Context: an optimization exercise on an open-source flow, tuned for small area, a short achievable clock period and few clock cycles. The choices shown serve that exercise and are no tape-out recipe.
At most, simulation tests tie the RTL to the original design; equivalence was not proved.
Power and IR drop assume default switching activity.

== trial 93 ==
## pvc_decoder
module pvc_decoder (
    input  wire        clk,
    input  wire        rst,
    input  wire        s_valid,
    output wire        s_ready,
    input  wire [19:0] s_last,
    input  wire [19:0] s_desc,
    input  wire        s_eob,
    input  wire [13:0] s_bits,
    input  wire        b_valid,
    output wire        b_ready,
    input  wire [19:0] b_data,
    output reg         r_valid,
    output reg  [19:0] r_value,
    output reg         v_valid,
    output reg         v_ok,
    output wire [13:0] v_used
);
clock: 12.0 ns
lec_check: 0
abc_area: 1
cap_margin: 20
core_margin: 2
core_utilization: 40
cts_cluster_diameter: 250
cts_cluster_size: 18
slew_margin: 20
synth_hierarchical: 1
tns_end_percent: 5
standard.sh (not shown) runs the stock make flow with config.mk's settings and CLKGATE_MAP_FILE= SYNTH_SCRIPT=/design/flow/synth_recipe.tcl, a recipe that flattens the netlist after the stock synthesis.
==> flow/flow/run.sh <==
#!/bin/bash
set -euo pipefail
export SETUP_SLACK_MARGIN=8
bash standard.sh > standard_flow.log 2>&1
Input-level comparison between trial 31 and trial 93:
-- flow/design.v --
<<< trial 93, line 37
    reg        gd, gn;          
    reg        sr;              
    reg        blk;             
    reg [13:0] brem;
    reg [2:0]  ib;
>>> trial 31, line 37
    reg        gd, gn;          
    reg        sr;              
    reg [13:0] brem;
    reg [2:0]  ib;
<<< trial 93, line 57
    reg        vfirst;
    reg [13:0] acc;
    assign s_ready = sr && blk;
    assign b_ready = !v[2];
    assign v_used  = acc;
    wire take   = s_valid && s_ready;
    wire arrive = b_valid && !v[2];
    wire g      = disd ? gd : gn;
>>> trial 31, line 56
    reg        vfirst;
    reg [13:0] acc;
    assign s_ready = sr;
    assign b_ready = !v[2];
    assign v_used  = acc;
    wire take   = s_valid && sr;
    wire arrive = b_valid && !v[2];
    wire g      = disd ? gd : gn;
<<< trial 93, line 169
    wire [2:0] v_nxt;
    pvc_sel #(3) u_v (.s(arrive), .a({v_sh[1:0], 1'b1}), .b(v_sh), .y(v_nxt));
    wire ctx = s_ready && nfirst;
    wire [13:0] bsub = (d == 2'd0) ? brem :
                       (d == 2'd1) ? (ib[1] ? brem - 14'd20 : 14'd0) :
>>> trial 31, line 168
    wire [2:0] v_nxt;
    pvc_sel #(3) u_v (.s(arrive), .a({v_sh[1:0], 1'b1}), .b(v_sh), .y(v_nxt));
    wire ctx = sr && nfirst;
    wire [13:0] bsub = (d == 2'd0) ? brem :
                       (d == 2'd1) ? (ib[1] ? brem - 14'd20 : 14'd0) :
<<< trial 93, line 207
    wire [2:0] gib  = ctx ? 3'b111 : ibsub;
    wire isd_new    = (s_desc[19:17] == 3'd1);
    wire dstay      = dfull && !dec;
    wire seld;                        
    pvc_sel u_seld (.s(take), .a(isd_new), .b(disd), .y(seld));
    wire g_sel;
    pvc_sel u_gsel (.s(seld), .a(gd_nxt), .b(gn_nxt), .y(g_sel));
    wire sr_nxt  = g_sel || (!take && !dstay);
    wire blk_nxt = !drain_nxt && !(take ? s_eob && gib[2] : dstay && deob && gib[2]);
    wire [19:0] z = vy << vsh;
    wire [19:0] r = vadd ? vlast + vy : vkeep ? vlast : z;
>>> trial 31, line 206
    wire [2:0] gib  = ctx ? 3'b111 : ibsub;
    wire isd_new    = (s_desc[19:17] == 3'd1);
    wire g_new, g_old;
    pvc_sel u_gnew (.s(isd_new), .a(gd_nxt), .b(gn_nxt), .y(g_new));
    pvc_sel u_gold (.s(disd),    .a(gd_nxt), .b(gn_nxt), .y(g_old));
    wire dstay  = dfull && !dec;
    wire sr_t1  = !drain_nxt && !(s_eob && gib[2]) && g_new;
    wire sr_t0  = !drain_nxt && !(dstay && deob && gib[2]) && (!dstay || g_old);
    wire sr_nxt;
    pvc_sel u_sr (.s(take), .a(sr_t1), .b(sr_t0), .y(sr_nxt));
    wire [19:0] z = vy << vsh;
    wire [19:0] r = vadd ? vlast + vy : vkeep ? vlast : z;
<<< trial 93, line 223
            gn      <= 1'b0;
            sr      <= 1'b1;
            blk     <= 1'b1;
            v       <= 3'd0;
            p       <= 5'd0;
>>> trial 31, line 223
            gn      <= 1'b0;
            sr      <= 1'b1;
            v       <= 3'd0;
            p       <= 5'd0;
<<< trial 93, line 236
            gn      <= gn_nxt;
            sr      <= sr_nxt;
            blk     <= blk_nxt;
            v       <= v_nxt;
            p       <= p_nxt;
>>> trial 31, line 235
            gn      <= gn_nxt;
            sr      <= sr_nxt;
            v       <= v_nxt;
            p       <= p_nxt;
<<< trial 93, line 247
            v_valid <= vvalid && veob;
        end
        if (s_ready) begin
            dmode  <= s_desc[19:17];
            disd   <= (s_desc[19:17] == 3'd1);
>>> trial 31, line 245
            v_valid <= vvalid && veob;
        end
        if (sr) begin
            dmode  <= s_desc[19:17];
            disd   <= (s_desc[19:17] == 3'd1);
==> notes.md <==
- Trial 31 ends up with higher clock skew than trial 93 does.
- Any difference in adder and majority gate portion of the synthesized area between trial 31 and trial 93 is small enough to ignore.
- When the final numbers for trial 31 and trial 93 were put side by side, the final critical path time including I/O delays and setup turned out to be smaller in trial 93.
- The run showing the greater power density normalized to cell area is trial 93.
- Power for trial 31: 0.83 mW down relative to trial 93
- Share of total power in sequential cells: trial 31 and trial 93 compared, higher one is trial 31
- Between trial 31 and trial 93, relative slew slack is higher for trial 93, trial 31 comes in under that.
- Trial 31 against trial 93: combinational share of power fell by 8.1 points, routed wire length fell by about 1.6%, data required time at the worst endpoint up 0.08 ns, delay of the slowest critical-path stage picked up an extra 0.15 ns.
- Compared with trial 93, trial 31 shows a worst setup margin that is 0.079 ns lower.
Testbench counts of trial 31, summed over its fixed seeds: cycles 31,734.
For trial 93, only the layout was checked, not whether the RTL still works.

========
== 06-14 ==
The RTL this note starts from:
==> flow/design.v <==
module pvc_decoder (
    input  wire        clk,
    input  wire        rst,
    input  wire        s_valid,
    output wire        s_ready,
    input  wire [19:0] s_last,
    input  wire [19:0] s_desc,
    input  wire        s_eob,
    input  wire [13:0] s_bits,
    input  wire        b_valid,
    output wire        b_ready,
    input  wire [19:0] b_data,
    output reg         r_valid,
    output reg  [19:0] r_value,
    output reg         v_valid,
    output reg         v_ok,
    output wire [13:0] v_used
);
    reg        dfull;           
    reg [2:0]  dmode;
    reg [3:0]  dq;
    reg        disd;            
    reg [19:0] dlast;
    reg        deob;
    reg        dfirst;          
    reg        nfirst;          
    reg        gd, gn;          
    reg        sr;              
    reg [13:0] brem;
    reg [2:0]  ib;
    reg        past;            
    reg        drain;           
    reg [19:0] s0, s1, s2;
    reg [2:0]  v;
    reg [4:0]  p;               
    reg [19:0] ph;              
    reg        vvalid;
    reg [19:0] vy;              
    reg [19:0] vlast;
    reg [3:0]  vsh;             
    reg        vadd;            
    reg        vkeep;           
    reg        veob;
    reg [4:0]  vw;
    reg        vok;
    reg        vfirst;
    reg [13:0] acc;
    assign s_ready = sr;
    assign b_ready = !v[2];
    assign v_used  = acc;
    wire take   = s_valid && sr;
    wire arrive = b_valid && !v[2];
    wire g      = disd ? gd : gn;
    wire dec    = dfull && g;
    wire [59:0] win = {ib[2] ? s2 : 20'd0, ib[1] ? s1 : 20'd0, ib[0] ? s0 : 20'd0};
    wire [38:0] xa = p[4] ? {12'd0, win[42:16]} : win[38:0];
    wire [30:0] xb = p[3] ? xa[38:8] : xa[30:0];
    wire [26:0] xc = p[2] ? xb[30:4] : xb[26:0];
    wire [24:0] xd = p[1] ? xc[26:2] : xc[24:0];
    wire [23:0] x  = p[0] ? xd[24:1] : xd[23:0];
    wire       isp = (dmode == 3'd3) || (dmode == 3'd4);    
    wire [22:0] wl = {s1[2:0] & {3{ib[1]}}, s0};
    wire [3:0]  L;
    genvar gx, gj;
    generate for (gx = 0; gx < 4; gx = gx + 1) begin : g_l
        wire [19:0] t;
        for (gj = 0; gj < 20; gj = gj + 1) begin : g_j
            assign t[gj] = ph[gj] & wl[gj + gx];
        end
        assign L[gx] = ib[0] & (|t);
    end endgenerate
    wire       P = L[0];
    wire [4:0] wq = 5'd20 - {1'b0, dq};
    reg  [4:0] w1, w0;
    always @* begin
        case (dmode)
            3'd0:    begin w1 = 5'd20;      w0 = 5'd20; end
            3'd2:    begin w1 = wq;         w0 = wq;    end
            3'd3:    begin w1 = 5'd21;      w0 = 5'd1;  end
            default: begin w1 = wq + 5'd1;  w0 = 5'd1;  end
        endcase
    end
    wire [4:0] w = disd ? ((L == 4'd0) ? 5'd24 : {1'b0, L} + 5'd4) : (P ? w1 : w0);
    function [7:0] stepv(input [5:0] ss);
        reg [5:0] t;
        begin
            if (ss >= 6'd40)      begin t = ss - 6'd40; stepv = {2'd2, t[4:0], t[4:0] >= 5'd17}; end
            else if (ss >= 6'd20) begin t = ss - 6'd20; stepv = {2'd1, t[4:0], t[4:0] >= 5'd17}; end
            else                                        stepv = {2'd0, ss[4:0], ss[4:0] >= 5'd17};
        end
    endfunction
    wire [7:0] st1  = stepv({1'b0, p} + {1'b0, w1});
    wire [7:0] st0  = stepv({1'b0, p} + {1'b0, w0});
    wire [7:0] st24 = stepv({1'b0, p} + 6'd24);             
    wire [4:0] u  = p + 5'd4;                                 
    wire [4:0] ub = p - 5'd16;                                
    wire [3:0] ug = u[3:0] & L, ut = u[3:0] ^ L;
    wire [3:0] bg = ub[3:0] & L, bt = ub[3:0] ^ L;
    wire ua1 = ug[0];
    wire ua2 = ug[1] | ut[1] & ug[0];
    wire ua3 = ug[2] | ut[2] & ug[1] | ut[2] & ut[1] & ug[0];
    wire ua4 = ug[3] | ut[3] & ug[2] | ut[3] & ut[2] & ug[1] | ut[3] & ut[2] & ut[1] & ug[0];
    wire ba1 = bg[0];
    wire ba2 = bg[1] | bt[1] & bg[0];
    wire ba3 = bg[2] | bt[2] & bg[1] | bt[2] & bt[1] & bg[0];
    wire ba4 = bg[3] | bt[3] & bg[2] | bt[3] & bt[2] & bg[1] | bt[3] & bt[2] & bt[1] & bg[0];
    wire [4:0] sa = {u[4] ^ ua4, ut ^ {ua3, ua2, ua1, 1'b0}};        
    wire [4:0] sb = {ub[4] ^ ba4, bt ^ {ba3, ba2, ba1, 1'b0}};       
    wire [15:0] gev;
    generate for (gx = 0; gx < 16; gx = gx + 1) begin : g_ge
        assign gev[gx] = ({1'b0, u} + gx >= 6'd20);
    end endgenerate
    wire ge20 = gev[L];
    wire [7:0] std = (L == 4'd0) ? st24 :
                     ge20 ? {2'd1, sb, sb >= 5'd17} : {2'd0, sa, sa >= 5'd17};
    wire [7:0] st  = disd ? std : (P ? st1 : st0);
    wire [1:0] A   = st[7:6];
    wire [4:0] pw  = st[5:1];
    wire       phi = st[0];
    wire        bhi = |brem[13:6];
    wire [6:0]  tb  = {1'b0, brem[5:0]} - {2'b0, p};    
    function gt_w(input [4:0] ww);                        
        gt_w = !bhi && ($signed(tb) < $signed({2'b0, ww}));
    endfunction
    function eq_w(input [4:0] ww);                        
        eq_w = !bhi && (tb == {2'b0, ww});
    endfunction
    wire [15:0] gtd, eqd;
    generate for (gx = 0; gx < 16; gx = gx + 1) begin : g_cmp
        assign gtd[gx] = gt_w(gx == 0 ? 5'd24 : 5'(gx + 4));
        assign eqd[gx] = eq_w(gx == 0 ? 5'd24 : 5'(gx + 4));
    end endgenerate
    wire s_gt = disd ? gtd[L] : P ? gt_w(w1) : gt_w(w0);
    wire s_eq = disd ? eqd[L] : P ? eq_w(w1) : eq_w(w0);
    wire [14:0] dmask;
    generate for (gx = 0; gx < 15; gx = gx + 1) begin : g_mask
        assign dmask[gx] = (L > gx);
    end endgenerate
    wire [15:0] dsx  = {x[18:4], 1'b0};
    wire        dsgn = dsx[L];
    wire [19:0] dext = {{5{dsgn}}, (x[18:4] & dmask) | ({15{dsgn}} & ~dmask)};
    wire [19:0] y    = disd ? ((L == 4'd0) ? x[23:4] : dext) : (isp ? x[20:1] : x[19:0]);
    wire ib3 = bhi || (brem[5:0] > 6'd60);
    wire ib4 = |brem[13:7] || (brem[6:0] > 7'd80);
    wire [4:0] ibx = {ib4, ib3, ib};
    wire [1:0] nib = ib[2] ? 2'd3 : ib[1] ? 2'd2 : ib[0] ? 2'd1 : 2'd0;
    wire [1:0] deo = ib[1] ? 2'd2 : ib[0] ? 2'd1 : 2'd0;     
    reg [1:0] d;
    always @* begin
        d = 2'd0;
        if (drain)
            d = (v[0] && ib[0]) ? 2'd1 : 2'd0;
        else if (dec)
            d = deob ? deo : (A != 2'd0 && ib[0]) ? ((A == 2'd2 && ib[1]) ? 2'd2 : 2'd1) : 2'd0;
    end
    wire [2:0] v_sh  = (d == 2'd0) ? v : (d == 2'd1) ? {1'b0, v[2:1]} : {2'b00, v[2]};
    wire [2:0] v_nxt = arrive ? {v_sh[1:0], 1'b1} : v_sh;
    wire ctx = sr && nfirst;
    wire [13:0] bsub = (d == 2'd0) ? brem :
                       (d == 2'd1) ? (ib[1] ? brem - 14'd20 : 14'd0) :
                                     (ib[2] ? brem - 14'd40 : 14'd0);
    wire [2:0] ibsub = (d == 2'd0) ? ib : (d == 2'd1) ? ibx[3:1] : ibx[4:2];
    wire [2:0] ibnew = {s_bits > 14'd40, s_bits > 14'd20, s_bits != 14'd0};
    wire drain_nxt = dec ? (deob && ib[2]) : (drain && (d == 2'd1 ? ib[1] : ib[0]));
    wire [4:0] p_nxt = dec ? (deob ? 5'd0 : pw) : p;
    wire [19:0] ph_nxt = 20'd1 << p_nxt;
    wire dfull_nxt = take || (dfull && !dec);
    wire deob_nxt  = sr ? s_eob : deob;
    wire [1:0] nva  = v[2] ? 2'd3 : v[1] ? 2'd2 : v[0] ? 2'd1 : 2'd0;
    wire [2:0] nvb  = {1'b0, nva} + {2'b0, arrive};            
    wire       n2   = (d == 2'd0) ? (nvb >= 3'd2) : (d == 2'd1) ? (nvb >= 3'd3) : 1'b0;
    wire       n3   = (d == 2'd0) && (nvb == 3'd3);
    wire       allk = !ibx[nvb];                                
    wire       okn  = allk || n2;
    wire       okd  = allk || n3 || (n2 && !phi);
    wire       oke  = n2;
    wire       alls = !ctx && allk;
    wire       oksn = alls || n2;
    wire       oksd = alls || n3 || (n2 && p < 5'd17);
    wire gd_nxt = !drain_nxt && (dec ? (deob ? oke : okd) : oksd);
    wire gn_nxt = !drain_nxt && (dec ? (deob ? oke : okn) : oksn);
    wire isd_nxt = sr ? (s_desc[19:17] == 3'd1) : disd;
    wire [2:0] gib = ctx ? 3'b111 : ibsub;
    wire blk_nxt = !drain_nxt && !(deob_nxt && gib[2]);
    wire sr_nxt  = blk_nxt && (!dfull_nxt || (isd_nxt ? gd_nxt : gn_nxt));
    wire [19:0] z = vy << vsh;
    wire [19:0] r = vadd ? vlast + vy : vkeep ? vlast : z;
    always @(posedge clk) begin
        if (rst) begin
            dfull   <= 1'b0;
            nfirst  <= 1'b1;
            gd      <= 1'b0;
            gn      <= 1'b0;
            sr      <= 1'b0;
            v       <= 3'd0;
            p       <= 5'd0;
            ph      <= 20'd1;
            drain   <= 1'b0;
            vvalid  <= 1'b0;
            r_valid <= 1'b0;
            v_valid <= 1'b0;
        end else begin
            dfull   <= dfull_nxt;
            gd      <= gd_nxt;
            gn      <= gn_nxt;
            sr      <= sr_nxt;
            v       <= v_nxt;
            p       <= p_nxt;
            ph      <= ph_nxt;
            drain   <= drain_nxt;
            if (take)
                nfirst <= s_eob;
            vvalid  <= dec;
            r_valid <= vvalid;
            v_valid <= vvalid && veob;
        end
        if (sr) begin
            dmode  <= s_desc[19:17];
            disd   <= (s_desc[19:17] == 3'd1);
            dq     <= s_desc[15:12];
            dlast  <= s_last;
            deob   <= s_eob;
            dfirst <= nfirst;
        end
        brem <= ctx ? s_bits : bsub;
        ib   <= ctx ? ibnew : ibsub;
        if (ctx)
            past <= 1'b0;
        else if (dec)
            past <= past || s_gt;
        case (d)
            2'd0: begin
                if (!v[0]) s0 <= b_data;
                if (!v[1]) s1 <= b_data;
                if (!v[2]) s2 <= b_data;
            end
            2'd1: begin
                s0 <= v[1] ? s1 : b_data;
                s1 <= v[2] ? s2 : b_data;
                s2 <= b_data;
            end
            default: begin
                s0 <= v[2] ? s2 : b_data;
                s1 <= b_data;
                s2 <= b_data;
            end
        endcase
        vy     <= y;
        vlast  <= dlast;
        vsh    <= (dmode == 3'd2 || dmode == 3'd4) ? dq : 4'd0;
        vadd   <= disd && (L != 4'd0);
        vkeep  <= isp && !P;
        veob   <= deob;
        vw     <= w;
        vok    <= !past && s_eq;
        vfirst <= dfirst;
        r_value <= r;
        v_ok    <= vok;
        if (vvalid)
            acc <= (vfirst ? 14'd0 : acc) + {9'd0, vw};
    end
endmodule
clock: 12.0 ns
lec_check: 0
abc_area: 1
cap_margin: 20
core_margin: 2
core_utilization: 40
slew_margin: 20
Scripts as last shown in full above: flow/flow/run.sh
Setup changes, 06-14 to 12-12
--- a/flow/design.v
+++ b/flow/design.v
@@ -182,5 +182,5 @@
     wire isd_nxt = sr ? (s_desc[19:17] == 3'd1) : disd;
     wire [2:0] gib = ctx ? 3'b111 : ibsub;
-    wire blk_nxt = !drain_nxt && !(deob_nxt && gib[2]);
+    wire blk_nxt = !drain_nxt && !(dfull_nxt && deob_nxt && gib[2]);
     wire sr_nxt  = blk_nxt && (!dfull_nxt || (isd_nxt ? gd_nxt : gn_nxt));
     wire [19:0] z = vy << vsh;
@@ -192,5 +192,5 @@
             gd      <= 1'b0;
             gn      <= 1'b0;
-            sr      <= 1'b0;
+            sr      <= 1'b1;
             v       <= 3'd0;
             p       <= 5'd0;
[summary]
- Lower total length of routed met2 wires among 12-12 and 06-14: 06-14
- Comparing 12-12 and 06-14, internal power is lower on 06-14.
- Aggregate routed wire length for 12-12: 2.3% up relative to 06-14
- 12-12 vs 06-14, floorplan die width went up by 1.1%.
- 12-12 went all the way through synthesis, placement and routing and the layout is clean on timing, DRC and antenna.
- Taking 06-14 as the reference, in 12-12 relative contribution of combinational cells to total power went up, final total power went up 9.8%.
- Run comparison: 12-12 library cell contributing the largest single delay on the critical path sky130_fd_sc_hd__edfxtp_1; 06-14 library cell contributing the largest single delay on the critical path sky130_fd_sc_hd__fa_2
- Share of layout cells above drive strength 1 was lower in 06-14 than in 12-12.
Testbench counts of 12-12, summed over its fixed seeds: cycles 31,734.
No functional check of the RTL was part of 06-14.

## separate check: timing with driven ports
In the flow no input, the clock included, has a driving cell. The finished layouts below were timed again as built, in two steps. Step 1 (the two cells are an assumption about what drives the block):
set clk [get_ports {clk}]
set_driving_cell -lib_cell sky130_fd_sc_hd__clkbuf_16 $clk
set_driving_cell -lib_cell sky130_fd_sc_hd__buf_2 [delete_from_list [all_inputs] $clk]
Step 2, shift: input delay + t, output delay - t, t = (earliest + latest rising clock arrival at the registers) / 2. This alone moves slack from input paths to output paths. a / b / c = no drivers / after step 1 / after step 2; a / b = the first two.
| run | t (ns) | slack for setup (ns) | worst setup path at the end | latest minus earliest clock arrival (ns) | slew at the worst register clock pin (ns) |
|---|---|---|---|---|---|
| trial 93 | 0.566 | 7.961 / 7.908 / 7.591 | input to register | 0.029 / 0.029 | 0.10 / 0.10 |
| trial 31 | 0.577 | 7.882 / 7.882 / 7.606 | input to register | 0.034 / 0.034 | 0.09 / 0.09 |
| 06-14 | 0.607 | 7.818 / 7.818 / 7.269 | input to register | 0.013 / 0.013 | 0.06 / 0.06 |
| 12-12 | 0.589 | 7.749 / 7.749 / 7.423 | input to register | 0.012 / 0.012 | 0.07 / 0.07 |
After both steps setup and hold are still met in every run listed. The setup slack of 06-14, which loses most, moves by 0.000 ns with the drivers and by -0.549 ns with both steps.
